From an optimization exercise on the open Yosys and OpenROAD flow, aimed at small area, a short achievable clock period and few clock cycles per item; shortcuts taken in it are not production practice.
Where RTL was checked, it was by simulation tests only, not by an equivalence proof against the original.
For run 1, only the layout was checked, not whether the RTL still works.

==> flow/design.v (outline; a module is shown in full before it is edited, if it fits) <==
// module slot_sbox: 131 lines
// module slot_x2: 3 lines
// module slot_aes_round: 52 lines
// module slot_mixcol: 25 lines
// module slot_xtime: 10 lines
// module slot_xv: 12 lines
// module slot_seal: 147 lines
// module slot_crc_step: 185 lines
// module slot_crc_t: 462 lines
module slot_seal (
    input  wire         clk,
    input  wire         rst,          
    input  wire         start,
    input  wire [127:0] key,
    input  wire [511:0] slot,
    input  wire [31:0]  generation,
    input  wire [15:0]  index,
    output wire         ready,
    output reg          done,
    output wire [63:0]  tag,
    output wire [31:0]  crc,
    output reg          tag_ok,
    output reg          crc_ok
);
  // ...
==> flow/run.sh <==
#!/bin/bash
# synth_recipe.tcl (not shown) runs the flow's synth.tcl, then flattens the netlist and writes it again
# the make line also repeats each setting of config.mk as NAME=value (left out here)
make -C /OpenROAD-flow-scripts/flow DESIGN_CONFIG=/design/flow/config.mk WORK_HOME=/design/flow/orfs CLKGATE_MAP_FILE= SYNTH_SCRIPT=/design/flow/synth_recipe.tcl finish
==> flow/config.mk <==
export PLATFORM = sky130hd
export DESIGN_NAME = slot_seal
export DESIGN_NICKNAME = slot_seal
export VERILOG_FILES = /design/flow/design.v
export SDC_FILE = /design/flow/constraint.sdc
export NUM_CORES = 8
export LEC_CHECK = 0
export CAP_MARGIN = 20
export CORE_MARGIN = 2
export CORE_UTILIZATION = 25
export PLACE_DENSITY = 0.5
export SLEW_MARGIN = 20
export SYNTH_HIERARCHICAL = 1
export SYNTH_MINIMUM_KEEP_SIZE = 0
==> flow/constraint.sdc <==
create_clock -name core_clock -period 10.0 [get_ports {clk}]
set_input_delay 2.0000 -clock core_clock [delete_from_list [all_inputs] [get_ports {clk}]]
set_output_delay 2.0000 -clock core_clock [all_outputs]
set_load 0.01 [all_outputs]
==> metrics.md, run 1 <==
| Metric | Value |
|---|---|
| Worst-Skew Late Latency | `0.76 ns` |
| Reg2Reg Depth | `22` |
| Fraction of area in multi-input gates | `59.30%` |
| Post-route core utilization | `30.51%` |
| Minimum clock period | `9.146 ns` |
| Number of global-route vias before repair | `58720` |
| Worst hold path cell count | `1` |
| Status | `no timing/DRC/antenna violations` |
| Synth area leaders | `xor2_1, edfxtp_1, and2_1` |
| Synth Area in Compound Gates | `5.220%` |
| Fmax achieved | `109.3 MHz` |
| Final setup fails | `0` |
| Hold endpoint | `kvalid$_SDFFE_PP0P_` |
| Most numerous cell in the Yosys netlist | `xor2_1` |
| Placement-stage cell area | `83280 um^2` |
| Post-cts resize count | `0` |
| Hold Path Origin | `kvalid$_SDFFE_PP0P_` |
| Synth area leader | `xor2_1` |
| Initial DRC Count | `7897` |
| Ant diodes | `50` |
| Crit path kind | `in2out` |
| WP buf/inv | `3` |
| Die X | `537.1 um` |
| Worst r2r src | `rk[47]$_DFFE_PN_` |
| First-pass iteration count of the detailed router | `9` |
| Post-Synth Adder-Cell Area | `0.2113%` |
| Setup TNS Final | `0 ns` |
| Final WL | `470000 um` |
| Logic inverters | `202` |
| RSZ-0062 raised after global routing | `no` |
| Unique cell type count in the Yosys netlist | `46` |
| Syn_area_per_cell | `9.675 um^2` |
| Number of maximum-capacitance violations | `0` |
| Signal buffers | `1026` |
| Most crowded layer after global routing | `met2` |
| Cell count after synthesis | `7343` |
| Total global-route track usage | `31.37%` |
| Worst Setup SP | `slot[479]` |
==> module slot_sbox, before the edit <==
module slot_sbox (input wire [7:0] a, output wire [7:0] y);
    wire U0=a[7],U1=a[6],U2=a[5],U3=a[4],U4=a[3],U5=a[2],U6=a[1],U7=a[0];
    wire T1; slot_x2 x0(.a(U0),.b(U3),.y(T1));
    wire T2; slot_x2 x1(.a(U0),.b(U5),.y(T2));
    wire T3; slot_x2 x2(.a(U0),.b(U6),.y(T3));
    wire T4; slot_x2 x3(.a(U3),.b(U5),.y(T4));
    wire T5; slot_x2 x4(.a(U4),.b(U6),.y(T5));
    wire T6; slot_x2 x5(.a(T1),.b(T5),.y(T6));
    wire T7; slot_x2 x6(.a(U1),.b(U2),.y(T7));
    wire T8; slot_x2 x7(.a(U7),.b(T6),.y(T8));
    wire T9; slot_x2 x8(.a(U7),.b(T7),.y(T9));
    wire T10; slot_x2 x9(.a(T6),.b(T7),.y(T10));
    wire T11; slot_x2 x10(.a(U1),.b(U5),.y(T11));
    wire T12; slot_x2 x11(.a(U2),.b(U5),.y(T12));
    wire T13; slot_x2 x12(.a(T3),.b(T4),.y(T13));
    wire T14; slot_x2 x13(.a(T6),.b(T11),.y(T14));
    wire T15; slot_x2 x14(.a(T5),.b(T11),.y(T15));
    wire T16; slot_x2 x15(.a(T5),.b(T12),.y(T16));
    wire T17; slot_x2 x16(.a(T9),.b(T16),.y(T17));
    wire T18; slot_x2 x17(.a(U3),.b(U7),.y(T18));
    wire T19; slot_x2 x18(.a(T7),.b(T18),.y(T19));
    wire T20; slot_x2 x19(.a(T1),.b(T19),.y(T20));
    wire T21; slot_x2 x20(.a(U6),.b(U7),.y(T21));
    wire T22; slot_x2 x21(.a(T7),.b(T21),.y(T22));
    wire T23; slot_x2 x22(.a(T2),.b(T22),.y(T23));
    wire T24; slot_x2 x23(.a(T2),.b(T10),.y(T24));
    wire T25; slot_x2 x24(.a(T20),.b(T17),.y(T25));
    wire T26; slot_x2 x25(.a(T3),.b(T16),.y(T26));
    wire T27; slot_x2 x26(.a(T1),.b(T12),.y(T27));
    wire M1 = T13 & T6;
    wire M2 = T23 & T8;
    wire M3; slot_x2 x27(.a(T14),.b(M1),.y(M3));
    wire M4 = T19 & U7;
    wire M5; slot_x2 x28(.a(M4),.b(M1),.y(M5));
    wire M6 = T3 & T16;
    wire M7 = T22 & T9;
    wire M8; slot_x2 x29(.a(T26),.b(M6),.y(M8));
    wire M9 = T20 & T17;
    wire M10; slot_x2 x30(.a(M9),.b(M6),.y(M10));
    wire M11 = T1 & T15;
    wire M12 = T4 & T27;
    wire M13; slot_x2 x31(.a(M12),.b(M11),.y(M13));
    wire M14 = T2 & T10;
    wire M15; slot_x2 x32(.a(M14),.b(M11),.y(M15));
    wire M16; slot_x2 x33(.a(M3),.b(M2),.y(M16));
    wire M17; slot_x2 x34(.a(M5),.b(T24),.y(M17));
    wire M18; slot_x2 x35(.a(M8),.b(M7),.y(M18));
    wire M19; slot_x2 x36(.a(M10),.b(M15),.y(M19));
    wire M20; slot_x2 x37(.a(M16),.b(M13),.y(M20));
    wire M21; slot_x2 x38(.a(M17),.b(M15),.y(M21));
    wire M22; slot_x2 x39(.a(M18),.b(M13),.y(M22));
    wire M23; slot_x2 x40(.a(M19),.b(T25),.y(M23));
    wire M24; slot_x2 x41(.a(M22),.b(M23),.y(M24));
    wire M25 = M22 & M20;
    wire M26; slot_x2 x42(.a(M21),.b(M25),.y(M26));
    wire M27; slot_x2 x43(.a(M20),.b(M21),.y(M27));
    wire M28; slot_x2 x44(.a(M23),.b(M25),.y(M28));
    wire M29 = M28 & M27;
    wire M30 = M26 & M24;
    wire M31 = M20 & M23;
    wire M32 = M27 & M31;
    wire M33; slot_x2 x45(.a(M27),.b(M25),.y(M33));
    wire M34 = M21 & M22;
    wire M35 = M24 & M34;
    wire M36; slot_x2 x46(.a(M24),.b(M25),.y(M36));
    wire M37; slot_x2 x47(.a(M21),.b(M29),.y(M37));
    wire M38; slot_x2 x48(.a(M32),.b(M33),.y(M38));
    wire M39; slot_x2 x49(.a(M23),.b(M30),.y(M39));
    wire M40; slot_x2 x50(.a(M35),.b(M36),.y(M40));
    wire M41; slot_x2 x51(.a(M38),.b(M40),.y(M41));
    wire M42; slot_x2 x52(.a(M37),.b(M39),.y(M42));
    wire M43; slot_x2 x53(.a(M37),.b(M38),.y(M43));
    wire M44; slot_x2 x54(.a(M39),.b(M40),.y(M44));
    wire M45; slot_x2 x55(.a(M42),.b(M41),.y(M45));
    wire M46 = M44 & T6;
    wire M47 = M40 & T8;
    wire M48 = M39 & U7;
    wire M49 = M43 & T16;
    wire M50 = M38 & T9;
    wire M51 = M37 & T17;
    wire M52 = M42 & T15;
    wire M53 = M45 & T27;
    wire M54 = M41 & T10;
    wire M55 = M44 & T13;
    wire M56 = M40 & T23;
    wire M57 = M39 & T19;
    wire M58 = M43 & T3;
    wire M59 = M38 & T22;
    wire M60 = M37 & T20;
    wire M61 = M42 & T1;
    wire M62 = M45 & T4;
    wire M63 = M41 & T2;
    wire L0; slot_x2 x56(.a(M61),.b(M62),.y(L0));
    wire L1; slot_x2 x57(.a(M50),.b(M56),.y(L1));
    wire L2; slot_x2 x58(.a(M46),.b(M48),.y(L2));
    wire L3; slot_x2 x59(.a(M47),.b(M55),.y(L3));
    wire L4; slot_x2 x60(.a(M54),.b(M58),.y(L4));
    wire L5; slot_x2 x61(.a(M49),.b(M61),.y(L5));
    wire L6; slot_x2 x62(.a(M62),.b(L5),.y(L6));
    wire L7; slot_x2 x63(.a(M46),.b(L3),.y(L7));
    wire L8; slot_x2 x64(.a(M51),.b(M59),.y(L8));
    wire L9; slot_x2 x65(.a(M52),.b(M53),.y(L9));
    wire L10; slot_x2 x66(.a(M53),.b(L4),.y(L10));
    wire L11; slot_x2 x67(.a(M60),.b(L2),.y(L11));
    wire L12; slot_x2 x68(.a(M48),.b(M51),.y(L12));
    wire L13; slot_x2 x69(.a(M50),.b(L0),.y(L13));
    wire L14; slot_x2 x70(.a(M52),.b(M61),.y(L14));
    wire L15; slot_x2 x71(.a(M55),.b(L1),.y(L15));
    wire L16; slot_x2 x72(.a(M56),.b(L0),.y(L16));
    wire L17; slot_x2 x73(.a(M57),.b(L1),.y(L17));
    wire L18; slot_x2 x74(.a(M58),.b(L8),.y(L18));
    wire L19; slot_x2 x75(.a(M63),.b(L4),.y(L19));
    wire L20; slot_x2 x76(.a(L0),.b(L1),.y(L20));
    wire L21; slot_x2 x77(.a(L1),.b(L7),.y(L21));
    wire L22; slot_x2 x78(.a(L3),.b(L12),.y(L22));
    wire L23; slot_x2 x79(.a(L18),.b(L2),.y(L23));
    wire L24; slot_x2 x80(.a(L15),.b(L9),.y(L24));
    wire L25; slot_x2 x81(.a(L6),.b(L10),.y(L25));
    wire L26; slot_x2 x82(.a(L7),.b(L9),.y(L26));
    wire L27; slot_x2 x83(.a(L8),.b(L10),.y(L27));
    wire L28; slot_x2 x84(.a(L11),.b(L14),.y(L28));
    wire L29; slot_x2 x85(.a(L11),.b(L17),.y(L29));
    assign y[7] = L6 ^ L24;
    assign y[6] = ~(L16 ^ L26);
    assign y[5] = ~(L19 ^ L28);
    assign y[4] = L6 ^ L21;
    assign y[3] = L20 ^ L22;
    assign y[2] = L25 ^ L29;
    assign y[1] = ~(L13 ^ L27);
    assign y[0] = ~(L6 ^ L23);
endmodule
==> module slot_x2, before the edit <==
module slot_x2(input wire a, input wire b, output wire y);
    assign y = a ^ b;
endmodule
==> module slot_aes_round, before the edit <==
module slot_aes_round (
    input  wire [127:0] state_in,    
    input  wire [127:0] rk_in,       
    input  wire [7:0]   rcon,        
    output wire [127:0] sr,          
    output wire [127:0] mc,          
    output wire [127:0] rk_out       
);
    wire [31:0] w0 = rk_in[127:96];
    wire [31:0] w1 = rk_in[95:64];
    wire [31:0] w2 = rk_in[63:32];
    wire [31:0] w3 = rk_in[31:0];
    wire [31:0] rot = {w3[23:0], w3[31:24]};
    wire [31:0] sub;
    slot_sbox ks0 (.a(rot[31:24]), .y(sub[31:24]));
    slot_sbox ks1 (.a(rot[23:16]), .y(sub[23:16]));
    slot_sbox ks2 (.a(rot[15:8]),  .y(sub[15:8]));
    slot_sbox ks3 (.a(rot[7:0]),   .y(sub[7:0]));
    wire [31:0] a0, a1, b2, b3, n0, n1, n2, n3;
    slot_xv #(8)  xrc (.a(w0[31:24]), .b(rcon), .y(a0[31:24]));
    assign a0[23:0] = w0[23:0];
    slot_xv #(32) xa1 (.a(w1), .b(a0), .y(a1));
    slot_xv #(32) xb2 (.a(w2), .b(w1), .y(b2));
    slot_xv #(32) xb3 (.a(w3), .b(w2), .y(b3));
    slot_xv #(32) xn0 (.a(a0), .b(sub), .y(n0));
    slot_xv #(32) xn1 (.a(a1), .b(sub), .y(n1));
    slot_xv #(32) xn2 (.a(b2), .b(n0), .y(n2));
    slot_xv #(32) xn3 (.a(b3), .b(n1), .y(n3));
    assign rk_out = {n0, n1, n2, n3};
    wire [127:0] ark;
    slot_xv #(128) xark (.a(state_in), .b(rk_in), .y(ark));
    wire [127:0] sb;
    genvar i;
    generate
        for (i = 0; i < 16; i = i + 1) begin : g_sub
            slot_sbox sbox (.a(ark[127-8*i -: 8]), .y(sb[127-8*i -: 8]));
        end
    endgenerate
    genvar r, c;
    generate
        for (c = 0; c < 4; c = c + 1) begin : g_col
            for (r = 0; r < 4; r = r + 1) begin : g_row
                assign sr[127-8*(r+4*c) -: 8] = sb[127-8*(r+4*((c+r)%4)) -: 8];
            end
        end
    endgenerate
    generate
        for (c = 0; c < 4; c = c + 1) begin : g_mix
            slot_mixcol mix (.a(sr[127-32*c -: 32]), .y(mc[127-32*c -: 32]));
        end
    endgenerate
endmodule
==> module slot_seal, before the edit <==
module slot_seal (
    input  wire         clk,
    input  wire         rst,          
    input  wire         start,
    input  wire [127:0] key,
    input  wire [511:0] slot,
    input  wire [31:0]  generation,
    input  wire [15:0]  index,
    output wire         ready,
    output reg          done,
    output wire [63:0]  tag,
    output wire [31:0]  crc,
    output reg          tag_ok,
    output reg          crc_ok
);
    function [127:0] to_be(input [127:0] x);
        integer b;
        begin
            for (b = 0; b < 16; b = b + 1)
                to_be[127-8*b -: 8] = x[8*b +: 8];
        end
    endfunction
    function [127:0] dbl(input [127:0] x);
        dbl = {x[126:0], 1'b0} ^ (x[127] ? 128'h87 : 128'h0);
    endfunction
    function [7:0] rcon_of(input [3:0] r);
        case (r)
            4'd1:    rcon_of = 8'h01;
            4'd2:    rcon_of = 8'h02;
            4'd3:    rcon_of = 8'h04;
            4'd4:    rcon_of = 8'h08;
            4'd5:    rcon_of = 8'h10;
            4'd6:    rcon_of = 8'h20;
            4'd7:    rcon_of = 8'h40;
            4'd8:    rcon_of = 8'h80;
            4'd9:    rcon_of = 8'h1b;
            4'd10:   rcon_of = 8'h36;
            default: rcon_of = 8'h00;
        endcase
    endfunction
    reg         busy;     
    reg [127:0] st;       
    reg [127:0] rk;       
    reg [127:0] k2;       
    reg [127:0] ckey;     
    reg         kvalid;   
    reg [3:0]   rnd;      
    reg [2:0]   blk;      
    reg [4:0]   cidx;     
    reg [31:0]  cst;      
    assign ready = !busy;
    wire         last   = (rnd == 4'd10);
    wire [127:0] key_be = to_be(key);
    wire         hit    = kvalid && (ckey == key);
    wire [127:0] m1     = to_be(slot[127:0]);
    wire [127:0] m2     = to_be(slot[255:128]);
    wire [127:0] m3     = to_be(slot[383:256]);
    wire [127:0] m4p    = to_be({40'h0, 8'h80, index, generation, slot[415:384]});
    wire [127:0] m4;
    slot_xv #(128) xm4 (.a(m4p), .b(k2), .y(m4));
    wire [127:0] sr, mc, rk_next;
    slot_aes_round u_round (
        .state_in (st),
        .rk_in    (rk),
        .rcon     (rcon_of(rnd)),
        .sr       (sr),
        .mc       (mc),
        .rk_out   (rk_next)
    );
    reg [127:0] nxt;
    always @(*) begin
        case (blk)
            3'd1:    nxt = m2;
            3'd2:    nxt = m3;
            3'd3:    nxt = m4;
            default: nxt = 128'h0;
        endcase
    end
    wire [127:0] knx, last_out, blk_out;
    slot_xv #(128) xknx (.a(rk_next), .b(nxt), .y(knx));
    slot_xv #(128) xlo  (.a(sr), .b(rk_next), .y(last_out));    
    slot_xv #(128) xbo  (.a(sr), .b(knx), .y(blk_out));         
    wire [63:0] last_tag;
    genvar j;
    generate
        for (j = 0; j < 8; j = j + 1) begin : g_tag
            assign tag[8*j +: 8]      = st[127-8*j -: 8];
            assign last_tag[8*j +: 8] = last_out[127-8*j -: 8];
        end
    endgenerate
    wire [31:0] t_of, crc_raw;
    slot_crc_t u_crct (.t(busy ? slot[479:416] : tag), .y(t_of));
    slot_xv #(32) xcrc (.a(cst), .b(t_of), .y(crc_raw));
    assign crc = ~crc_raw;
    wire [15:0] cword = (cidx < 5'd26) ? slot[16*cidx +: 16] : 16'h0;
    wire [31:0] cst_next;
    slot_crc_step u_crcs (.c(cst), .w(cword), .y(cst_next));
    always @(posedge clk) begin
        if (rst) begin
            busy   <= 1'b0;
            done   <= 1'b0;
            kvalid <= 1'b0;
        end else begin
            done <= 1'b0;
            if (!busy) begin
                st   <= hit ? m1 : 128'h0;
                rk   <= key_be;
                rnd  <= 4'd1;
                blk  <= hit ? 3'd1 : 3'd0;
                cidx <= 5'd0;
                cst  <= 32'hFFFFFFFF;
                if (start)
                    busy <= 1'b1;
            end else begin
                if (cidx < 5'd30) begin
                    cst  <= cst_next;
                    cidx <= cidx + 5'd1;
                end else if (cidx == 5'd30) begin
                    crc_ok <= (crc == slot[511:480]);
                    cidx   <= 5'd31;
                end
                if (!last) begin
                    st  <= mc;
                    rk  <= rk_next;
                    rnd <= rnd + 4'd1;
                end else begin
                    rk  <= key_be;
                    rnd <= 4'd1;
                    blk <= blk + 3'd1;
                    if (blk == 3'd0) begin
                        k2     <= dbl(dbl(last_out));
                        ckey   <= key;
                        kvalid <= 1'b1;
                        st     <= m1;
                    end else begin
                        st <= blk_out;
                    end
                    if (blk == 3'd4) begin
                        tag_ok <= (last_tag == slot[479:416]);
                        done   <= 1'b1;
                        busy   <= 1'b0;
                    end
                end
            end
        end
    end
endmodule
==> inputs of run 2 (changes only) <==
--- a/flow/design.v
+++ b/flow/design.v
@@ -1,136 +1,229 @@
-module slot_sbox (input wire [7:0] a, output wire [7:0] y);
-    wire U0=a[7],U1=a[6],U2=a[5],U3=a[4],U4=a[3],U5=a[2],U6=a[1],U7=a[0];
-    wire T1; slot_x2 x0(.a(U0),.b(U3),.y(T1));
-    wire T2; slot_x2 x1(.a(U0),.b(U5),.y(T2));
-    wire T3; slot_x2 x2(.a(U0),.b(U6),.y(T3));
-    wire T4; slot_x2 x3(.a(U3),.b(U5),.y(T4));
-    wire T5; slot_x2 x4(.a(U4),.b(U6),.y(T5));
-    wire T6; slot_x2 x5(.a(T1),.b(T5),.y(T6));
-    wire T7; slot_x2 x6(.a(U1),.b(U2),.y(T7));
-    wire T8; slot_x2 x7(.a(U7),.b(T6),.y(T8));
-    wire T9; slot_x2 x8(.a(U7),.b(T7),.y(T9));
-    wire T10; slot_x2 x9(.a(T6),.b(T7),.y(T10));
-    wire T11; slot_x2 x10(.a(U1),.b(U5),.y(T11));
-    wire T12; slot_x2 x11(.a(U2),.b(U5),.y(T12));
-    wire T13; slot_x2 x12(.a(T3),.b(T4),.y(T13));
-    wire T14; slot_x2 x13(.a(T6),.b(T11),.y(T14));
-    wire T15; slot_x2 x14(.a(T5),.b(T11),.y(T15));
-    wire T16; slot_x2 x15(.a(T5),.b(T12),.y(T16));
-    wire T17; slot_x2 x16(.a(T9),.b(T16),.y(T17));
-    wire T18; slot_x2 x17(.a(U3),.b(U7),.y(T18));
-    wire T19; slot_x2 x18(.a(T7),.b(T18),.y(T19));
-    wire T20; slot_x2 x19(.a(T1),.b(T19),.y(T20));
-    wire T21; slot_x2 x20(.a(U6),.b(U7),.y(T21));
-    wire T22; slot_x2 x21(.a(T7),.b(T21),.y(T22));
-    wire T23; slot_x2 x22(.a(T2),.b(T22),.y(T23));
-    wire T24; slot_x2 x23(.a(T2),.b(T10),.y(T24));
-    wire T25; slot_x2 x24(.a(T20),.b(T17),.y(T25));
-    wire T26; slot_x2 x25(.a(T3),.b(T16),.y(T26));
-    wire T27; slot_x2 x26(.a(T1),.b(T12),.y(T27));
-    wire M1 = T13 & T6;
-    wire M2 = T23 & T8;
-    wire M3; slot_x2 x27(.a(T14),.b(M1),.y(M3));
-    wire M4 = T19 & U7;
-    wire M5; slot_x2 x28(.a(M4),.b(M1),.y(M5));
-    wire M6 = T3 & T16;
-    wire M7 = T22 & T9;
-    wire M8; slot_x2 x29(.a(T26),.b(M6),.y(M8));
-    wire M9 = T20 & T17;
-    wire M10; slot_x2 x30(.a(M9),.b(M6),.y(M10));
-    wire M11 = T1 & T15;
-    wire M12 = T4 & T27;
-    wire M13; slot_x2 x31(.a(M12),.b(M11),.y(M13));
-    wire M14 = T2 & T10;
-    wire M15; slot_x2 x32(.a(M14),.b(M11),.y(M15));
-    wire M16; slot_x2 x33(.a(M3),.b(M2),.y(M16));
-    wire M17; slot_x2 x34(.a(M5),.b(T24),.y(M17));
-    wire M18; slot_x2 x35(.a(M8),.b(M7),.y(M18));
-    wire M19; slot_x2 x36(.a(M10),.b(M15),.y(M19));
-    wire M20; slot_x2 x37(.a(M16),.b(M13),.y(M20));
-    wire M21; slot_x2 x38(.a(M17),.b(M15),.y(M21));
-    wire M22; slot_x2 x39(.a(M18),.b(M13),.y(M22));
-    wire M23; slot_x2 x40(.a(M19),.b(T25),.y(M23));
-    wire M24; slot_x2 x41(.a(M22),.b(M23),.y(M24));
-    wire M25 = M22 & M20;
-    wire M26; slot_x2 x42(.a(M21),.b(M25),.y(M26));
-    wire M27; slot_x2 x43(.a(M20),.b(M21),.y(M27));
-    wire M28; slot_x2 x44(.a(M23),.b(M25),.y(M28));
-    wire M29 = M28 & M27;
-    wire M30 = M26 & M24;
-    wire M31 = M20 & M23;
-    wire M32 = M27 & M31;
-    wire M33; slot_x2 x45(.a(M27),.b(M25),.y(M33));
-    wire M34 = M21 & M22;
-    wire M35 = M24 & M34;
-    wire M36; slot_x2 x46(.a(M24),.b(M25),.y(M36));
-    wire M37; slot_x2 x47(.a(M21),.b(M29),.y(M37));
-    wire M38; slot_x2 x48(.a(M32),.b(M33),.y(M38));
-    wire M39; slot_x2 x49(.a(M23),.b(M30),.y(M39));
-    wire M40; slot_x2 x50(.a(M35),.b(M36),.y(M40));
-    wire M41; slot_x2 x51(.a(M38),.b(M40),.y(M41));
-    wire M42; slot_x2 x52(.a(M37),.b(M39),.y(M42));
-    wire M43; slot_x2 x53(.a(M37),.b(M38),.y(M43));
-    wire M44; slot_x2 x54(.a(M39),.b(M40),.y(M44));
-    wire M45; slot_x2 x55(.a(M42),.b(M41),.y(M45));
-    wire M46 = M44 & T6;
-    wire M47 = M40 & T8;
-    wire M48 = M39 & U7;
-    wire M49 = M43 & T16;
-    wire M50 = M38 & T9;
-    wire M51 = M37 & T17;
-    wire M52 = M42 & T15;
-    wire M53 = M45 & T27;
-    wire M54 = M41 & T10;
-    wire M55 = M44 & T13;
-    wire M56 = M40 & T23;
-    wire M57 = M39 & T19;
-    wire M58 = M43 & T3;
-    wire M59 = M38 & T22;
-    wire M60 = M37 & T20;
-    wire M61 = M42 & T1;
-    wire M62 = M45 & T4;
-    wire M63 = M41 & T2;
-    wire L0; slot_x2 x56(.a(M61),.b(M62),.y(L0));
-    wire L1; slot_x2 x57(.a(M50),.b(M56),.y(L1));
-    wire L2; slot_x2 x58(.a(M46),.b(M48),.y(L2));
-    wire L3; slot_x2 x59(.a(M47),.b(M55),.y(L3));
-    wire L4; slot_x2 x60(.a(M54),.b(M58),.y(L4));
-    wire L5; slot_x2 x61(.a(M49),.b(M61),.y(L5));
-    wire L6; slot_x2 x62(.a(M62),.b(L5),.y(L6));
-    wire L7; slot_x2 x63(.a(M46),.b(L3),.y(L7));
-    wire L8; slot_x2 x64(.a(M51),.b(M59),.y(L8));
-    wire L9; slot_x2 x65(.a(M52),.b(M53),.y(L9));
-    wire L10; slot_x2 x66(.a(M53),.b(L4),.y(L10));
-    wire L11; slot_x2 x67(.a(M60),.b(L2),.y(L11));
-    wire L12; slot_x2 x68(.a(M48),.b(M51),.y(L12));
-    wire L13; slot_x2 x69(.a(M50),.b(L0),.y(L13));
-    wire L14; slot_x2 x70(.a(M52),.b(M61),.y(L14));
-    wire L15; slot_x2 x71(.a(M55),.b(L1),.y(L15));
-    wire L16; slot_x2 x72(.a(M56),.b(L0),.y(L16));
-    wire L17; slot_x2 x73(.a(M57),.b(L1),.y(L17));
-    wire L18; slot_x2 x74(.a(M58),.b(L8),.y(L18));
-    wire L19; slot_x2 x75(.a(M63),.b(L4),.y(L19));
-    wire L20; slot_x2 x76(.a(L0),.b(L1),.y(L20));
-    wire L21; slot_x2 x77(.a(L1),.b(L7),.y(L21));
-    wire L22; slot_x2 x78(.a(L3),.b(L12),.y(L22));
-    wire L23; slot_x2 x79(.a(L18),.b(L2),.y(L23));
-    wire L24; slot_x2 x80(.a(L15),.b(L9),.y(L24));
-    wire L25; slot_x2 x81(.a(L6),.b(L10),.y(L25));
-    wire L26; slot_x2 x82(.a(L7),.b(L9),.y(L26));
-    wire L27; slot_x2 x83(.a(L8),.b(L10),.y(L27));
-    wire L28; slot_x2 x84(.a(L11),.b(L14),.y(L28));
-    wire L29; slot_x2 x85(.a(L11),.b(L17),.y(L29));
-    assign y[7] = L6 ^ L24;
-    assign y[6] = ~(L16 ^ L26);
-    assign y[5] = ~(L19 ^ L28);
-    assign y[4] = L6 ^ L21;
-    assign y[3] = L20 ^ L22;
-    assign y[2] = L25 ^ L29;
-    assign y[1] = ~(L13 ^ L27);
-    assign y[0] = ~(L6 ^ L23);
+module slot_sbox (
+    input  wire [7:0] a,
+    output wire [7:0] y
+);
+    wire U0 = a[7], U1 = a[6], U2 = a[5], U3 = a[4];
+    wire U4 = a[3], U5 = a[2], U6 = a[1], U7 = a[0];
+    wire T1;
+    slot_x2 xT1 (.a(U0), .b(U3), .y(T1));
+    wire T2;
+    slot_x2 xT2 (.a(U0), .b(U5), .y(T2));
+    wire T3;
+    slot_x2 xT3 (.a(U0), .b(U6), .y(T3));
+    wire T4;
+    slot_x2 xT4 (.a(U3), .b(U5), .y(T4));
+    wire T5;
+    slot_x2 xT5 (.a(U4), .b(U6), .y(T5));
+    wire T6;
+    slot_x2 xT6 (.a(T1), .b(T5), .y(T6));
+    wire T7;
+    slot_x2 xT7 (.a(U1), .b(U2), .y(T7));
+    wire T8;
+    slot_x2 xT8 (.a(U7), .b(T6), .y(T8));
+    wire T9;
+    slot_x2 xT9 (.a(U7), .b(T7), .y(T9));
+    wire T10;
+    slot_x2 xT10 (.a(T6), .b(T7), .y(T10));
+    wire T11;
+    slot_x2 xT11 (.a(U1), .b(U5), .y(T11));
+    wire T12;
+    slot_x2 xT12 (.a(U2), .b(U5), .y(T12));
+    wire T13;
+    slot_x2 xT13 (.a(T3), .b(T4), .y(T13));
+    wire T14;
+    slot_x2 xT14 (.a(T6), .b(T11), .y(T14));
+    wire T15;
+    slot_x2 xT15 (.a(T5), .b(T11), .y(T15));
+    wire T16;
+    slot_x2 xT16 (.a(T5), .b(T12), .y(T16));
+    wire T17;
+    slot_x2 xT17 (.a(T9), .b(T16), .y(T17));
+    wire T18;
+    slot_x2 xT18 (.a(U3), .b(U7), .y(T18));
+    wire T19;
+    slot_x2 xT19 (.a(T7), .b(T18), .y(T19));
+    wire T20;
+    slot_x2 xT20 (.a(T1), .b(T19), .y(T20));
+    wire T21;
+    slot_x2 xT21 (.a(U6), .b(U7), .y(T21));
+    wire T22;
+    slot_x2 xT22 (.a(T7), .b(T21), .y(T22));
+    wire T23;
+    slot_x2 xT23 (.a(T2), .b(T22), .y(T23));
+    wire T24;
+    slot_x2 xT24 (.a(T2), .b(T10), .y(T24));
+    wire T25;
+    slot_x2 xT25 (.a(T20), .b(T17), .y(T25));
+    wire T26;
+    slot_x2 xT26 (.a(T3), .b(T16), .y(T26));
+    wire T27;
+    slot_x2 xT27 (.a(T1), .b(T12), .y(T27));
+    wire n_M1 = ~(T13 & T6);
+    wire n_M2 = ~(T23 & T8);
+    wire n_M3;
+    slot_x2 xM3 (.a(T14), .b(n_M1), .y(n_M3));
+    wire n_M4 = ~(T19 & U7);
+    wire M5;
+    slot_x2 xM5 (.a(n_M4), .b(n_M1), .y(M5));
+    wire n_M6 = ~(T3 & T16);
+    wire n_M7 = ~(T22 & T9);
+    wire n_M8;
+    slot_x2 xM8 (.a(T26), .b(n_M6), .y(n_M8));
+    wire n_M9 = ~(T20 & T17);
+    wire M10;
+    slot_x2 xM10 (.a(n_M9), .b(n_M6), .y(M10));
+    wire n_M11 = ~(T1 & T15);
+    wire n_M12 = ~(T4 & T27);
+    wire M13;
+    slot_x2 xM13 (.a(n_M12), .b(n_M11), .y(M13));
+    wire n_M14 = ~(T2 & T10);
+    wire M15;
+    slot_x2 xM15 (.a(n_M14), .b(n_M11), .y(M15));
+    wire M16;
+    slot_x2 xM16 (.a(n_M3), .b(n_M2), .y(M16));
+    wire M17;
+    slot_x2 xM17 (.a(M5), .b(T24), .y(M17));
+    wire M18;
+    slot_x2 xM18 (.a(n_M8), .b(n_M7), .y(M18));
+    wire M19;
+    slot_x2 xM19 (.a(M10), .b(M15), .y(M19));
+    wire M20;
+    slot_x2 xM20 (.a(M16), .b(M13), .y(M20));
+    wire M21;
+    slot_x2 xM21 (.a(M17), .b(M15), .y(M21));
+    wire M22;
+    slot_x2 xM22 (.a(M18), .b(M13), .y(M22));
+    wire M23;
+    slot_x2 xM23 (.a(M19), .b(T25), .y(M23));
+    wire M24;
+    slot_x2 xM24 (.a(M22), .b(M23), .y(M24));
+    wire n_M25 = ~(M22 & M20);
+    wire n_M26;
+    slot_x2 xM26 (.a(M21), .b(n_M25), .y(n_M26));
+    wire M27;
+    slot_x2 xM27 (.a(M20), .b(M21), .y(M27));
+    wire n_M28;
+    slot_x2 xM28 (.a(M23), .b(n_M25), .y(n_M28));
+    wire M29 = ~(n_M28 | ~M27);
+    wire M30 = ~(n_M26 | ~M24);
+    wire n_M31 = ~(M20 & M23);
+    wire M32 = ~(n_M31 | ~M27);
+    wire n_M33;
+    slot_x2 xM33 (.a(M27), .b(n_M25), .y(n_M33));
+    wire n_M34 = ~(M21 & M22);
+    wire M35 = ~(n_M34 | ~M24);
+    wire n_M36;
+    slot_x2 xM36 (.a(M24), .b(n_M25), .y(n_M36));
+    wire M37;
+    slot_x2 xM37 (.a(M21), .b(M29), .y(M37));
+    wire n_M38;
+    slot_x2 xM38 (.a(M32), .b(n_M33), .y(n_M38));
+    wire M39;
+    slot_x2 xM39 (.a(M23), .b(M30), .y(M39));
+    wire n_M40;
+    slot_x2 xM40 (.a(M35), .b(n_M36), .y(n_M40));
+    wire M41;
+    slot_x2 xM41 (.a(n_M38), .b(n_M40), .y(M41));
+    wire M42;
+    slot_x2 xM42 (.a(M37), .b(M39), .y(M42));
+    wire n_M43;
+    slot_x2 xM43 (.a(M37), .b(n_M38), .y(n_M43));
+    wire n_M44;
+    slot_x2 xM44 (.a(M39), .b(n_M40), .y(n_M44));
+    wire M45;
+    slot_x2 xM45 (.a(M42), .b(M41), .y(M45));
+    wire M46 = ~(n_M44 | ~T6);
+    wire M47 = ~(n_M40 | ~T8);
+    wire n_M48 = ~(M39 & U7);
+    wire M49 = ~(n_M43 | ~T16);
+    wire M50 = ~(n_M38 | ~T9);
+    wire n_M51 = ~(M37 & T17);
+    wire n_M52 = ~(M42 & T15);
+    wire n_M53 = ~(M45 & T27);
+    wire n_M54 = ~(M41 & T10);
+    wire M55 = ~(n_M44 | ~T13);
+    wire M56 = ~(n_M40 | ~T23);
+    wire n_M57 = ~(M39 & T19);
+    wire M58 = ~(n_M43 | ~T3);
+    wire M59 = ~(n_M38 | ~T22);
+    wire n_M60 = ~(M37 & T20);
+    wire n_M61 = ~(M42 & T1);
+    wire n_M62 = ~(M45 & T4);
+    wire n_M63 = ~(M41 & T2);
+    wire L0;
+    slot_x2 xL0 (.a(n_M61), .b(n_M62), .y(L0));
+    wire L1;
+    slot_x2 xL1 (.a(M50), .b(M56), .y(L1));
+    wire n_L2;
+    slot_x2 xL2 (.a(M46), .b(n_M48), .y(n_L2));
+    wire L3;
+    slot_x2 xL3 (.a(M47), .b(M55), .y(L3));
+    wire n_L4;
+    slot_x2 xL4 (.a(n_M54), .b(M58), .y(n_L4));
+    wire n_L5;
+    slot_x2 xL5 (.a(M49), .b(n_M61), .y(n_L5));
+    wire L6;
+    slot_x2 xL6 (.a(n_M62), .b(n_L5), .y(L6));
+    wire L7;
+    slot_x2 xL7 (.a(M46), .b(L3), .y(L7));
+    wire n_L8;
+    slot_x2 xL8 (.a(n_M51), .b(M59), .y(n_L8));
+    wire L9;
+    slot_x2 xL9 (.a(n_M52), .b(n_M53), .y(L9));
+    wire L10;
+    slot_x2 xL10 (.a(n_M53), .b(n_L4), .y(L10));
+    wire L11;
+    slot_x2 xL11 (.a(n_M60), .b(n_L2), .y(L11));
+    wire L12;
+    slot_x2 xL12 (.a(n_M48), .b(n_M51), .y(L12));
+    wire L13;
+    slot_x2 xL13 (.a(M50), .b(L0), .y(L13));
+    wire L14;
+    slot_x2 xL14 (.a(n_M52), .b(n_M61), .y(L14));
+    wire L15;
+    slot_x2 xL15 (.a(M55), .b(L1), .y(L15));
+    wire L16;
+    slot_x2 xL16 (.a(M56), .b(L0), .y(L16));
+    wire n_L17;
+    slot_x2 xL17 (.a(n_M57), .b(L1), .y(n_L17));
+    wire n_L18;
+    slot_x2 xL18 (.a(M58), .b(n_L8), .y(n_L18));
+    wire L19;
+    slot_x2 xL19 (.a(n_M63), .b(n_L4), .y(L19));
+    wire L20;
+    slot_x2 xL20 (.a(L0), .b(L1), .y(L20));
+    wire L21;
+    slot_x2 xL21 (.a(L1), .b(L7), .y(L21));
+    wire L22;
+    slot_x2 xL22 (.a(L3), .b(L12), .y(L22));
+    wire L23;
+    slot_x2 xL23 (.a(n_L18), .b(n_L2), .y(L23));
+    wire L24;
+    slot_x2 xL24 (.a(L15), .b(L9), .y(L24));
+    wire L25;
+    slot_x2 xL25 (.a(L6), .b(L10), .y(L25));
+    wire L26;
+    slot_x2 xL26 (.a(L7), .b(L9), .y(L26));
+    wire n_L27;
+    slot_x2 xL27 (.a(n_L8), .b(L10), .y(n_L27));
+    wire L28;
+    slot_x2 xL28 (.a(L11), .b(L14), .y(L28));
+    wire n_L29;
+    slot_x2 xL29 (.a(L11), .b(n_L17), .y(n_L29));
+    slot_x2 xy7 (.a(L6), .b(L24), .y(y[7]));
+    slot_xn2 xy6 (.a(L16), .b(L26), .y(y[6]));
+    slot_xn2 xy5 (.a(L19), .b(L28), .y(y[5]));
+    slot_x2 xy4 (.a(L6), .b(L21), .y(y[4]));
+    slot_x2 xy3 (.a(L20), .b(L22), .y(y[3]));
+    slot_xn2 xy2 (.a(L25), .b(n_L29), .y(y[2]));
+    slot_x2 xy1 (.a(L13), .b(n_L27), .y(y[1]));
+    slot_xn2 xy0 (.a(L6), .b(L23), .y(y[0]));
 endmodule
-module slot_x2(input wire a, input wire b, output wire y);
+module slot_x2 (input wire a, input wire b, output wire y);
     assign y = a ^ b;
 endmodule
+module slot_xn2 (input wire a, input wire b, output wire y);
+    assign y = ~(a ^ b);
+endmodule
 module slot_aes_round (
     input  wire [127:0] state_in,    
@@ -151,14 +244,14 @@
     slot_sbox ks2 (.a(rot[15:8]),  .y(sub[15:8]));
     slot_sbox ks3 (.a(rot[7:0]),   .y(sub[7:0]));
-    wire [31:0] a0, a1, b2, b3, n0, n1, n2, n3;
+    wire [31:0] a0, a1, a2, a3, n0, n1, n2, n3;
     slot_xv #(8)  xrc (.a(w0[31:24]), .b(rcon), .y(a0[31:24]));
     assign a0[23:0] = w0[23:0];
     slot_xv #(32) xa1 (.a(w1), .b(a0), .y(a1));
-    slot_xv #(32) xb2 (.a(w2), .b(w1), .y(b2));
-    slot_xv #(32) xb3 (.a(w3), .b(w2), .y(b3));
+    slot_xv #(32) xa2 (.a(w2), .b(a1), .y(a2));
+    slot_xv #(32) xa3 (.a(w3), .b(a2), .y(a3));
     slot_xv #(32) xn0 (.a(a0), .b(sub), .y(n0));
     slot_xv #(32) xn1 (.a(a1), .b(sub), .y(n1));
-    slot_xv #(32) xn2 (.a(b2), .b(n0), .y(n2));
-    slot_xv #(32) xn3 (.a(b3), .b(n1), .y(n3));
+    slot_xv #(32) xn2 (.a(a2), .b(sub), .y(n2));
+    slot_xv #(32) xn3 (.a(a3), .b(sub), .y(n3));
     assign rk_out = {n0, n1, n2, n3};
     wire [127:0] ark;
@@ -244,5 +337,5 @@
     output wire [63:0]  tag,
     output wire [31:0]  crc,
-    output reg          tag_ok,
+    output wire         tag_ok,
     output reg          crc_ok
 );
@@ -254,21 +347,16 @@
         end
     endfunction
+    function [79:0] to_be80(input [79:0] x);
+        integer b;
+        begin
+            for (b = 0; b < 10; b = b + 1)
+                to_be80[79-8*b -: 8] = x[8*b +: 8];
+        end
+    endfunction
     function [127:0] dbl(input [127:0] x);
         dbl = {x[126:0], 1'b0} ^ (x[127] ? 128'h87 : 128'h0);
     endfunction
-    function [7:0] rcon_of(input [3:0] r);
-        case (r)
-            4'd1:    rcon_of = 8'h01;
-            4'd2:    rcon_of = 8'h02;
-            4'd3:    rcon_of = 8'h04;
-            4'd4:    rcon_of = 8'h08;
-            4'd5:    rcon_of = 8'h10;
-            4'd6:    rcon_of = 8'h20;
-            4'd7:    rcon_of = 8'h40;
-            4'd8:    rcon_of = 8'h80;
-            4'd9:    rcon_of = 8'h1b;
-            4'd10:   rcon_of = 8'h36;
-            default: rcon_of = 8'h00;
-        endcase
+    function [7:0] xtime(input [7:0] b);
+        xtime = {b[6:0], 1'b0} ^ (b[7] ? 8'h1b : 8'h00);
     endfunction
     reg         busy;     
@@ -278,10 +366,11 @@
     reg [127:0] ckey;     
     reg         kvalid;   
-    reg [3:0]   rnd;      
+    reg [7:0]   rc;       
     reg [2:0]   blk;      
-    reg [4:0]   cidx;     
     reg [31:0]  cst;      
+    reg [7:0]   tag_eq;   
     assign ready = !busy;
-    wire         last   = (rnd == 4'd10);
+    wire         last   = (rc == 8'h36);                   
+    wire         early  = !(rc == 8'h1b) && !last;          
     wire [127:0] key_be = to_be(key);
     wire         hit    = kvalid && (ckey == key);
@@ -289,29 +378,26 @@
     wire [127:0] m2     = to_be(slot[255:128]);
     wire [127:0] m3     = to_be(slot[383:256]);
-    wire [127:0] m4p    = to_be({40'h0, 8'h80, index, generation, slot[415:384]});
+    wire [79:0]  m4d    = to_be80({index, generation, slot[415:384]});
     wire [127:0] m4;
-    slot_xv #(128) xm4 (.a(m4p), .b(k2), .y(m4));
+    slot_xv #(80) xm4 (.a(m4d), .b(k2[127:48]), .y(m4[127:48]));
+    assign m4[47:0] = {~k2[47], k2[46:0]};
     wire [127:0] sr, mc, rk_next;
     slot_aes_round u_round (
         .state_in (st),
         .rk_in    (rk),
-        .rcon     (rcon_of(rnd)),
+        .rcon     (rc),
         .sr       (sr),
         .mc       (mc),
         .rk_out   (rk_next)
     );
-    reg [127:0] nxt;
-    always @(*) begin
-        case (blk)
-            3'd1:    nxt = m2;
-            3'd2:    nxt = m3;
-            3'd3:    nxt = m4;
-            default: nxt = 128'h0;
-        endcase
-    end
-    wire [127:0] knx, last_out, blk_out;
+    wire sel1 = (blk == 3'd1) &&  early;
+    wire sel2 = ((blk == 3'd1) && !early) || ((blk == 3'd2) && early);
+    wire sel3 = ((blk == 3'd2) && !early) || ((blk == 3'd3) && early);
+    wire sel4 = (blk == 3'd3) && !early;
+    wire [127:0] nxt = ({128{sel1}} & m1) | ({128{sel2}} & m2) |
+                       ({128{sel3}} & m3) | ({128{sel4}} & m4);
+    wire [127:0] knx, blk_out;
     slot_xv #(128) xknx (.a(rk_next), .b(nxt), .y(knx));
-    slot_xv #(128) xlo  (.a(sr), .b(rk_next), .y(last_out));    
-    slot_xv #(128) xbo  (.a(sr), .b(knx), .y(blk_out));         
+    slot_xv #(128) xbo  (.a(sr), .b(knx), .y(blk_out));
     wire [63:0] last_tag;
     genvar j;
@@ -319,5 +405,5 @@
         for (j = 0; j < 8; j = j + 1) begin : g_tag
             assign tag[8*j +: 8]      = st[127-8*j -: 8];
-            assign last_tag[8*j +: 8] = last_out[127-8*j -: 8];
+            assign last_tag[8*j +: 8] = blk_out[127-8*j -: 8];
         end
     endgenerate
@@ -326,7 +412,54 @@
     slot_xv #(32) xcrc (.a(cst), .b(t_of), .y(crc_raw));
     assign crc = ~crc_raw;
-    wire [15:0] cword = (cidx < 5'd26) ? slot[16*cidx +: 16] : 16'h0;
+    reg [15:0] cword;
+    always @(*) begin
+        if (blk == 3'd4)
+            cword = (rc == 8'h01) ? slot[399:384] :
+                    (rc == 8'h02) ? slot[415:400] : 16'h0;
+        else
+            case (rc)
+                8'h01:   cword = {nxt[119:112], nxt[127:120]};
+                8'h02:   cword = {nxt[103:96],  nxt[111:104]};
+                8'h04:   cword = {nxt[87:80],   nxt[95:88]};
+                8'h08:   cword = {nxt[71:64],   nxt[79:72]};
+                8'h10:   cword = {nxt[55:48],   nxt[63:56]};
+                8'h20:   cword = {nxt[39:32],   nxt[47:40]};
+                8'h40:   cword = {nxt[23:16],   nxt[31:24]};
+                default: cword = {nxt[7:0],     nxt[15:8]};
+            endcase
+    end
+    wire crc_run = (blk == 3'd4) ? (early && !rc[6] && !rc[7]) : ((blk != 3'd0) && early);
     wire [31:0] cst_next;
     slot_crc_step u_crcs (.c(cst), .w(cword), .y(cst_next));
+    wire sel_mc = busy && !last;
+    wire sel_bo = busy && last && (blk != 3'd0);
+    wire sel_m1 = busy ? (last && (blk == 3'd0)) : hit;
+    wire [127:0] st_oth = ({128{sel_bo}} & blk_out) | ({128{sel_m1}} & m1);
+    wire [127:0] st_next;
+    slot_ao21 #(128) u_stmux (.a(mc), .s(sel_mc), .b(st_oth), .y(st_next));
+    always @(posedge clk) begin
+        st <= st_next;
+        if (!busy) begin
+            rk  <= key_be;
+            cst <= 32'hFFFFFFFF;
+        end else begin
+            rk <= last ? key_be : rk_next;
+            if (crc_run)
+                cst <= cst_next;
+        end
+    end
+    assign tag_ok = &tag_eq;
+    integer b;
+    always @(posedge clk) begin
+        if (busy && last && blk == 3'd0) begin
+            k2   <= dbl(dbl(blk_out));
+            ckey <= key;
+        end
+        if (busy && blk == 3'd4 && rc == 8'h40)
+            crc_ok <= (crc == slot[511:480]);
+        if (busy && blk == 3'd4 && last)
+            for (b = 0; b < 8; b = b + 1)
+                tag_eq[b] <= (last_tag[8*b +: 8] == slot[416+8*b +: 8]);
+    end
     always @(posedge clk) begin
         if (rst) begin
@@ -337,41 +470,18 @@
             done <= 1'b0;
             if (!busy) begin
-                st   <= hit ? m1 : 128'h0;
-                rk   <= key_be;
-                rnd  <= 4'd1;
-                blk  <= hit ? 3'd1 : 3'd0;
-                cidx <= 5'd0;
-                cst  <= 32'hFFFFFFFF;
+                rc <= 8'h01;
+                blk <= hit ? 3'd1 : 3'd0;
                 if (start)
                     busy <= 1'b1;
+            end else if (!last) begin
+                rc <= xtime(rc);
             end else begin
-                if (cidx < 5'd30) begin
-                    cst  <= cst_next;
-                    cidx <= cidx + 5'd1;
-                end else if (cidx == 5'd30) begin
-                    crc_ok <= (crc == slot[511:480]);
-                    cidx   <= 5'd31;
-                end
-                if (!last) begin
-                    st  <= mc;
-                    rk  <= rk_next;
-                    rnd <= rnd + 4'd1;
-                end else begin
-                    rk  <= key_be;
-                    rnd <= 4'd1;
-                    blk <= blk + 3'd1;
-                    if (blk == 3'd0) begin
-                        k2     <= dbl(dbl(last_out));
-                        ckey   <= key;
-                        kvalid <= 1'b1;
-                        st     <= m1;
-                    end else begin
-                        st <= blk_out;
-                    end
-                    if (blk == 3'd4) begin
-                        tag_ok <= (last_tag == slot[479:416]);
-                        done   <= 1'b1;
-                        busy   <= 1'b0;
-                    end
+                rc <= 8'h01;
+                blk <= blk + 3'd1;
+                if (blk == 3'd0)
+                    kvalid <= 1'b1;
+                if (blk == 3'd4) begin
+                    done <= 1'b1;
+                    busy <= 1'b0;
                 end
             end
@@ -1026,2 +1136,18 @@
     assign y[31] = n[423];
 endmodule
+module slot_ao21 #(parameter W = 8) (
+    input  wire [W-1:0] a,
+    input  wire         s,
+    input  wire [W-1:0] b,
+    output wire [W-1:0] y
+);
+    genvar k;
+    generate
+        for (k = 0; k < W; k = k + 1) begin : g_ao
+            slot_ao21b u (.a(a[k]), .s(s), .b(b[k]), .y(y[k]));
+        end
+    endgenerate
+endmodule
+module slot_ao21b (input wire a, input wire s, input wire b, output wire y);
+    assign y = (a & s) | b;
+endmodule
==> flow/flow/run.sh (new file) <==
#!/bin/bash
# Layout: the standard flow (standard.sh), with every input and output
# port buffered by the smallest buffer, sky130_fd_sc_hd__buf_1, instead of
# the cell buffer_ports picks by default. Everything else is unchanged.
set -euo pipefail
export BUFFER_PORTS_ARGS="-buffer_cell sky130_fd_sc_hd__buf_1"
bash standard.sh > standard.log 2>&1
==> flow/standard.sh (new file) <==
#!/bin/bash
# synth_recipe.tcl (not shown) runs the flow's synth.tcl, then flattens the netlist and writes it again
# the make line also repeats each setting of config.mk as NAME=value (left out here)
make -C /OpenROAD-flow-scripts/flow DESIGN_CONFIG=/design/flow/config.mk WORK_HOME=/design/flow/orfs CLKGATE_MAP_FILE= SYNTH_SCRIPT=/design/flow/synth_recipe.tcl "${@:-finish}"
--- a/flow/config.mk
+++ b/flow/config.mk
@@ -8,6 +8,7 @@
 export CAP_MARGIN = 20
 export CORE_MARGIN = 2
-export CORE_UTILIZATION = 25
-export PLACE_DENSITY = 0.5
+export CORE_UTILIZATION = 50
+export PLACE_DENSITY = 0.7
+export SETUP_SLACK_MARGIN = 3
 export SLEW_MARGIN = 20
 export SYNTH_HIERARCHICAL = 1
removed: flow/run.sh
==> run 2 against run 1 <==
  * Wire length down 22%
  * Hold slack improved by 0.032 ns
  * Setup slack better by 2.0 ns
  * Critical path type is now reg2reg
  * Critical path depth is 4 higher
  * Synthesized cell count shrank 1.2%
  * Design area shrank 11%
  * Highest routed layer unchanged
  * Clock-buffer cell count decreased by 11
  * Non-clock buffer count down 43
  * Cell count fell by 19%
  * Sequential share of layout area decreased by 1.2 points
==> metrics.md, run 2 <==
| Metric | Value |
|---|---|
| Status | `no timing/DRC/antenna violations` |
| Worst-Skew Late Latency | `0.75 ns (about the same)` |
| Final setup fails | `0 (unchanged)` |
| Initial antenna violation count | `77` |
| Setup TNS Final | `0 ns (unchanged)` |
| Slew HR | `15.66%` |
| Initial Util | `50.46%` |
| Clock Sinks | `567` |
| Fin cells | `9658` |
| Worst-path clk slew | `0.06 ns` |
| Area delta synth->final | `18.86%` |
| Critical Path RT | `10.56 ns` |
| Worst r2r src | `blk[2]$_SDFFCE_PN0P_` |
| Final Skew | `0.04500 ns` |
| Async S/R FF share, synth | `0%` |
| Most used DFF post-synth | `dfxtp_1` |
| Initial DRC Count | `9416 (+19%)` |
| Slew Limit Fails | `0` |
| First-pass GRT wire length | `473200 um` |
| CTS tree | `done` |
| Reg2Reg Depth | `15 (-32%)` |
| Most frequent cells in the layout | `xor2_1, nand2_1, buf_1, xor2_2, edfxtp_1` |
| H-tree depth | `3` |
| CP startpoint kind | `flip-flop` |
| Post-synth EDFFs | `276` |
| Placement-stage cell area | `67890 um^2 (-18%)` |
| Final hold violations | `0` |
| Grt total ovfl | `0` |
| Most common cell after layout, fill and taps aside | `xor2_1` |
| Hold endpoint | `kvalid$_SDFFE_PP0P_` |
| Final WL | `364700 um (-22%)` |
| Largest net degree at the start of global routing | `171` |
| Mapped Area | `64520 um^2` |
| First-pass iteration count of the detailed router | `7 (-2)` |
| Die Y | `363.2 um` |
| Final HPWL DP | `304100 um` |
| RSZ-0062 raised after global routing | `yes` |
| Minimum clock period | `7.112 ns (-2.035 ns)` |
| Number of global-route vias before repair | `56200 (-4.3%)` |
| Final worst path period share | `71.12%` |
| Vias/cell | `6.265` |
| Final GP Congestion | `1.166` |
| Most numerous cell in the Yosys netlist | `xor2_1` |
| Hold_buf cts | `0` |
| Synth area leader | `xor2_1` |
| Max FO, Critical Path | `26` |
| Design Area, Final | `76680 um^2` |
| Core area | `127800 um^2` |
| Hold Path Origin | `kvalid$_SDFFE_PP0P_` |
| PortBufs | `790` |
| Total global-route track usage | `52.89% (+22 points)` |
| FF-to-FF End | `cst[16]$_SDFFE_PN1P_` |
| Clock Path Buffers | `3` |
| Synth top cells by count | `xor2_1, nand2_1, dfxtp_1` |
| IO Count | `791` |
| Fillers | `11360` |
| Worst slew pin tran | `1.265 ns` |
| CTS Buf Count | `74` |
| Fmax achieved | `140.6 MHz (+29%)` |
| Unique cell type count in the Yosys netlist | `63 (+37%)` |
| Setup slack, reg-to-reg | `2.89 ns` |
| Worst Setup End Kind | `flip-flop` |
| Post-route core utilization | `59.98% (+29 points)` |
| Crit path kind | `reg2reg` |
| Hold Crit Class | `reg2reg` |
| Number of maximum-capacitance violations | `0 (unchanged)` |
| Syn_area_per_cell | `8.889 um^2 (-8.1%)` |
| Synth area leaders | `xor2_1, edfxtp_1, dfxtp_1` |
| Post-synthesis sequential area ratio | `21.88%` |
| Die X | `363.2 um (-32%)` |
| Row count | `131` |
| Antenna-violating nets left | `0` |
| Clock root cell | `clkbuf_16` |
| Avg WL per Cell | `37.76 um` |
| Arrival time worst endpoint | `7.67 ns` |
| Share of layout cells above drive strength 1 | `12.82%` |
| DRC | `0` |
| Cell count after synthesis | `7258 (-1.2%)` |
| Fin nets | `8576` |
| Ys Warns | `7` |
| Worst hold path cell count | `2 (+1)` |
| Flops & latches, synth | `567` |
| Via count | `60510` |
| Die ar. | `131900 um^2` |
| Post-synth top area share | `48.12%` |
| Placed insts | `9376` |
==> run 2: changes by cell type in the layout (fill, tap and decap cells not counted), moves of 118 or more <==
cell	delta
clkdlybuf4s50_1	-790
nor2b_1	+190
inv_1	-131
a22o_1	+132
nand3_1	+118
edfxtp_1	-282
xor2_1	-684
buf_1	+768
mux4_2	-160
dfxtp_1	+236
xor2_2	+343
nand2_1	+418
and2_1	-597
==> run 2: final cells by class <==
cell class	count	area, um^2	area share [%]
clock inverters	46	536.8	0.7000
clock buffers	92	1983	2.586
diodes	54	135.1	0.1762
flip-flops and latches	567	14170	18.48
inverters	71	274.0	0.3573
multi-input cells	6183	52860	68.93
repair buffers	983	4642	6.053
well taps	1662	2079	2.712
==> run 2: Yosys stat by module (local to each module, per instance), a selection <==
module	copies in the design	cells inside	cell area [um^2]	flops+latches
slot_xn2	80	1	8.758	0
slot_seal	1	2688	27490	567
slot_sbox	20	32	150.1	0
slot_x2	3530	1	8.758	0
slot_crc_t	1	32	240.2	0
slot_crc_step	1	32	240.2	0
slot_xtime	16	8	60.06	0
slot_ao21b	128	1	7.507	0
==> run 2: timing repair <==
item,CTS,global route
buffers inserted,12,75
pin swaps,16,56
gates cloned,0,1
gates resized for setup,313,399
setup endpoints to repair,191,236
==> run 2: stage by stage <==
stage	setup WS, ns	hold slack (ns)
final	2.888	0.4954
after CTS	2.891	0.4901
after detailed placement	1.902	0.4749
after global routing	2.783	0.5083
after floorplan	1.538	0.4492
after global placement	1.724	0.4616
==> run 2: worst max path at each step <==
| stage | start | endpoint | cells after the start |
|---|---|---|---|
| finish | blk[2]$_SDFFCE_PN0P_ | cst[16]$_SDFFE_PN1P_ | 15 |
| CTS | slot[439] | crc[26] | 11 |
| detailed placement | slot[468] | crc[0] | 11 |
| floorplan | rc[7]$_SDFFCE_PN0N_ | st[100]$_DFF_P_ | 9 |
| global route | rk[11]$_DFF_P_ | tag_eq[5]$_DFFE_PP_ | 24 |
| global placement | rk[23]$_DFF_P_ | tag_eq[4]$_DFFE_PP_ | 21 |
==> run 2: cell families after synthesis <==
kind of cell               after synthesis  synth area share, %
buffers and inverters                  509                4.538
and+or+nand+nor                       1592                11.14
AOI/OAI and AO/OA                      624                7.986
muxes                                  164                2.814
xor gates and xnor gates              3797                51.55
adders and majority gates                5              0.09697
DFF                                    567                21.88
==> run 2: worst max-delay path: stages, from the launching register on <==
cell,delay [ns]
edfxtp_1,0.55
inv_1,0.46
nand2_1,0.48
nor2_4,0.83
buf_4,0.47
buf_4,0.41
a221o_1,0.49
a221oi_1,0.17
a31oi_1,0.53
xor2_1,0.42
xor2_1,0.66
xor2_2,0.51
xor2_1,0.54
xor2_1,0.19
nand2_1,0.11
nand3_1,0.08
==> run 2: layer usage <==
metal / GRT usage, % / vias to the layer above / routed length (um)
li1: - / 24470 / -
met1: 63.70 / 29470 / 130800
met2: 72.30 / 5103 / 142800
met3: 22.49 / 1418 / 53650
met4: 44.08 / 46 / 36960
met5: 0.9441 / - / 456
Testbench counts of run 2, summed over its fixed seeds: cycles 54,118, items 1,280.

## separate check: timing with driven ports
The flow's constraints put no driver on any port. The routed layouts listed below were extracted and timed again, unchanged, in two steps.
Step 1, drivers: a clkbuf_16 drives clk and a buf_2 each remaining input, both assumed.
Step 2, shift: input delay + t, output delay - t, t = (earliest + latest rising clock arrival at the registers) / 2. This alone moves slack from input paths to output paths.
a / b / c = ideal ports / drivers / drivers and shift; a / b = the first two.
| run | shift t [ns] | setup WS [ns] | worst hold slack (ns) |
|---|---|---|---|
| run 1 | 0.818 | 0.854 / 0.816 / 0.816 | 0.463 / 0.463 / 0.463 |
| run 2 | 0.815 | 2.888 / 2.888 / 2.397 | 0.495 / 0.495 / 0.495 |
After both steps setup and hold are still met in every run listed. For run 2, which loses most, drivers alone change the setup slack by 0.000 ns; drivers and shift together by -0.491 ns.
